What follows belongs to an exercise in optimizing a design on an open flow for small area, a short achievable clock period and few clock cycles; a production flow would make more cautious choices.
In this exercise RTL edits were held to simulation tests only and were not proved equivalent to the original.

== exp/amber ==
// svetva_chain
module svetva_chain (
    input  wire         clk,
    input  wire         rst,
    input  wire         cmd_valid,
    output wire         cmd_ready,
    input  wire         cmd_open,
    input  wire [63:0]  cmd_uid,
    input  wire [7:0]   cmd_ring,
    input  wire [31:0]  cmd_rcount,
    input  wire [31:0]  cmd_seq,
    input  wire         in_valid,
    output wire         in_ready,
    input  wire [31:0]  in_data,
    output wire [255:0] chain,
    output reg          done
);
    function [31:0] rotr(input [31:0] x, input integer n);
        rotr = (x >> n) | (x << (32 - n));
    endfunction
    function [31:0] bsig0(input [31:0] x);
        bsig0 = rotr(x, 2) ^ rotr(x, 13) ^ rotr(x, 22);
    endfunction
    function [31:0] bsig1(input [31:0] x);
        bsig1 = rotr(x, 6) ^ rotr(x, 11) ^ rotr(x, 25);
    endfunction
    function [31:0] ssig0(input [31:0] x);
        ssig0 = rotr(x, 7) ^ rotr(x, 18) ^ (x >> 3);
    endfunction
    function [31:0] ssig1(input [31:0] x);
        ssig1 = rotr(x, 17) ^ rotr(x, 19) ^ (x >> 10);
  ...
For scale: about 6500 cells after synthesis, roughly 430 I/O pins, ~63000 um2 of cells after synthesis.
export LEC_CHECK = 0
export CAP_MARGIN = 20
export CORE_MARGIN = 2
export CORE_UTILIZATION = 50
export SLEW_MARGIN = 20
create_clock -name core_clock -period 12.5 [get_ports {clk}]
standard.sh (not shown) runs the stock make flow with config.mk's settings and CLKGATE_MAP_FILE= SYNTH_SCRIPT=/design/flow/synth_recipe.tcl, a recipe that flattens the netlist after the stock synthesis.
==> flow/flow/run.sh <==
#!/bin/bash
# Layout flow: the standard ORFS flow (standard.sh: standard synthesis,
# floorplan, placement, CTS, routing, finish) with the clock, I/O constraints
# and every step unchanged; only ORFS's setup repair (repair_timing in
# floorplan, CTS and global routing) aims at a larger setup slack margin, so
# that it sizes up the critical paths further.
# make's full output goes to flow_make.log here; each ORFS step also keeps its
# own log under orfs/logs/.
set -euo pipefail
cd "$(dirname "$0")/.."
bash standard.sh SETUP_SLACK_MARGIN=8 finish > flow_make.log 2>&1
Testbench counts of exp/amber, summed over its fixed seeds: cycles 136,456.
--- input diff exp/amber..exp/nickel ---
--- a/flow/flow/run.sh
+++ b/flow/flow/run.sh
@@ -11 +11 @@
-bash standard.sh SETUP_SLACK_MARGIN=8 finish > flow_make.log 2>&1
+bash standard.sh SETUP_SLACK_MARGIN=7.5 finish > flow_make.log 2>&1
### Flow results
Status: slew of the pin with the lowest slew margin parity (exp/nickel, exp/amber). NOTE highest achievable clock rate exp/amber->exp/nickel increased slightly. Looking at slowest library cell on the worst path, the sky130_fd_sc_hd__fa_1 result is from exp/amber; the sky130_fd_sc_hd__edfxtp_1 one comes from exp/nickel. Compared with exp/amber, in exp/nickel number of non-clock buffers in the layout went down 63; layout net count went down 0.72%; first-pass GRT wire length went down 2.0%; core utilization went down 1.0 points. Relative to exp/amber, global-route usage has gone down in exp/nickel. Count of clock-buffer cells in the layout (exp/nickel vs. exp/amber) increases by a few percent.
Setup changes, exp/nickel to exp/raven
--- a/flow/flow/run.sh
+++ b/flow/flow/run.sh
@@ -11 +11 @@
-bash standard.sh SETUP_SLACK_MARGIN=7.5 finish > flow_make.log 2>&1
+bash standard.sh SETUP_SLACK_MARGIN=7 finish > flow_make.log 2>&1
==> comparison <==
In exp/raven, final critical delay including setup and external delays is higher than in exp/nickel.
The lower fraction of met1 tracks used by global routing came out of exp/nickel.
Vias: exp/raven fewer than exp/nickel

* * *

== job 2029 ==
Starting RTL as in the previous note.
clock: 12.5 ns
lec_check: 0
cap_margin: 20
core_margin: 2
core_utilization: 55
slew_margin: 20
==> flow/flow/run.sh <==
#!/bin/bash
# Layout flow: the standard ORFS flow (standard.sh: standard synthesis,
# floorplan, placement, CTS, routing, finish) with the clock, I/O constraints
# and every step unchanged; only ORFS's setup repair (repair_timing in
# floorplan, CTS and global routing) aims at a larger setup slack margin, so
# that it sizes up the critical paths further.
# make's full output goes to flow_make.log here; each ORFS step also keeps its
# own log under orfs/logs/.
set -euo pipefail
cd "$(dirname "$0")/.."
bash standard.sh SETUP_SLACK_MARGIN=7 finish > flow_make.log 2>&1
Testbench counts of job 2029, summed over its fixed seeds: cycles 136,456.
Inputs modified between job 2029 and job 3906:
Settings: changing CORE_UTILIZATION from 55 to 60.
Results
Taking job 2029 as the reference, in job 3906 clock period minus final worst setup slack went up, detailed-route wire length decreased by 0.48% relative to the old numbers, final total negative setup slack flat, max capacitance violation total saw little to no change.
Inputs modified between job 3906 and job 4553:
Settings: CORE_UTILIZATION: 60 -> 50.
==> flow/run.sh (new file) <==
#!/bin/bash
# synth_recipe.tcl (not shown) runs the flow's synth.tcl, then flattens the netlist and writes it again
# the make line also repeats each setting of config.mk as NAME=value (left out here)
make -C /OpenROAD-flow-scripts/flow DESIGN_CONFIG=/design/flow/config.mk WORK_HOME=/design/flow/orfs CLKGATE_MAP_FILE= SYNTH_SCRIPT=/design/flow/synth_recipe.tcl finish
removed: flow/flow/run.sh
removed: flow/standard.sh
Findings:
Diff job 3906 -> job 4553: register fraction of the total cell area has increased, worst setup slack has decreased, number of antenna diodes has decreased. In terms of sequential cell area in the final layout, job 3906 and job 4553 differ only marginally. Routed wire length, job 4553 vs job 3906: up slightly. The area growth from synthesis to layout in job 4553 sits 1.3 points below the value recorded for job 3906. As of job 4553, overall die area had risen by more than 10% compared to job 3906.

what the ideal ports hide:
Ports are ideal in the flow. The routed layouts listed here were re-timed in OpenROAD. Step 1 sets driving cells, clkbuf_16 on the clock port and buf_2 on the other inputs (assumed; they add their load-dependent delay and slew). Step 2, shift: input delay + t, output delay - t, t = (earliest + latest rising clock arrival at the registers) / 2. This alone moves slack from input paths to output paths. Three values: ideal, step 1, step 2; two values: the first two.
| run | t (ns) | setup WS [ns] | worst setup path after step 2 | worst data-port slew with drivers (ns) | cell pins on the clock port's net |
|---|---|---|---|---|---|
| exp/amber | 0.854 | 6.971 / 6.971 / 6.971 | register to register | 0.15 | 1 |
| exp/nickel | 0.863 | 7.026 / 7.026 / 6.738 | input to register | 0.12 | 1 |
| exp/raven | 0.851 | 6.967 / 6.967 / 6.375 | input to register | 0.14 | 1 |
| job 2029 | 0.827 | 6.939 / 6.939 / 6.295 | input to register | 0.16 | 1 |
| job 3906 | 0.821 | 6.822 / 6.822 / 6.304 | input to register | 0.15 | 1 |
| job 4553 | 0.847 | 5.400 / 5.400 / 5.400 | register to register | 0.14 | 1 |
After both steps setup and hold are still met in every run listed. The setup slack of job 2029, which loses most, moves by 0.000 ns with the drivers and by -0.644 ns with both steps.
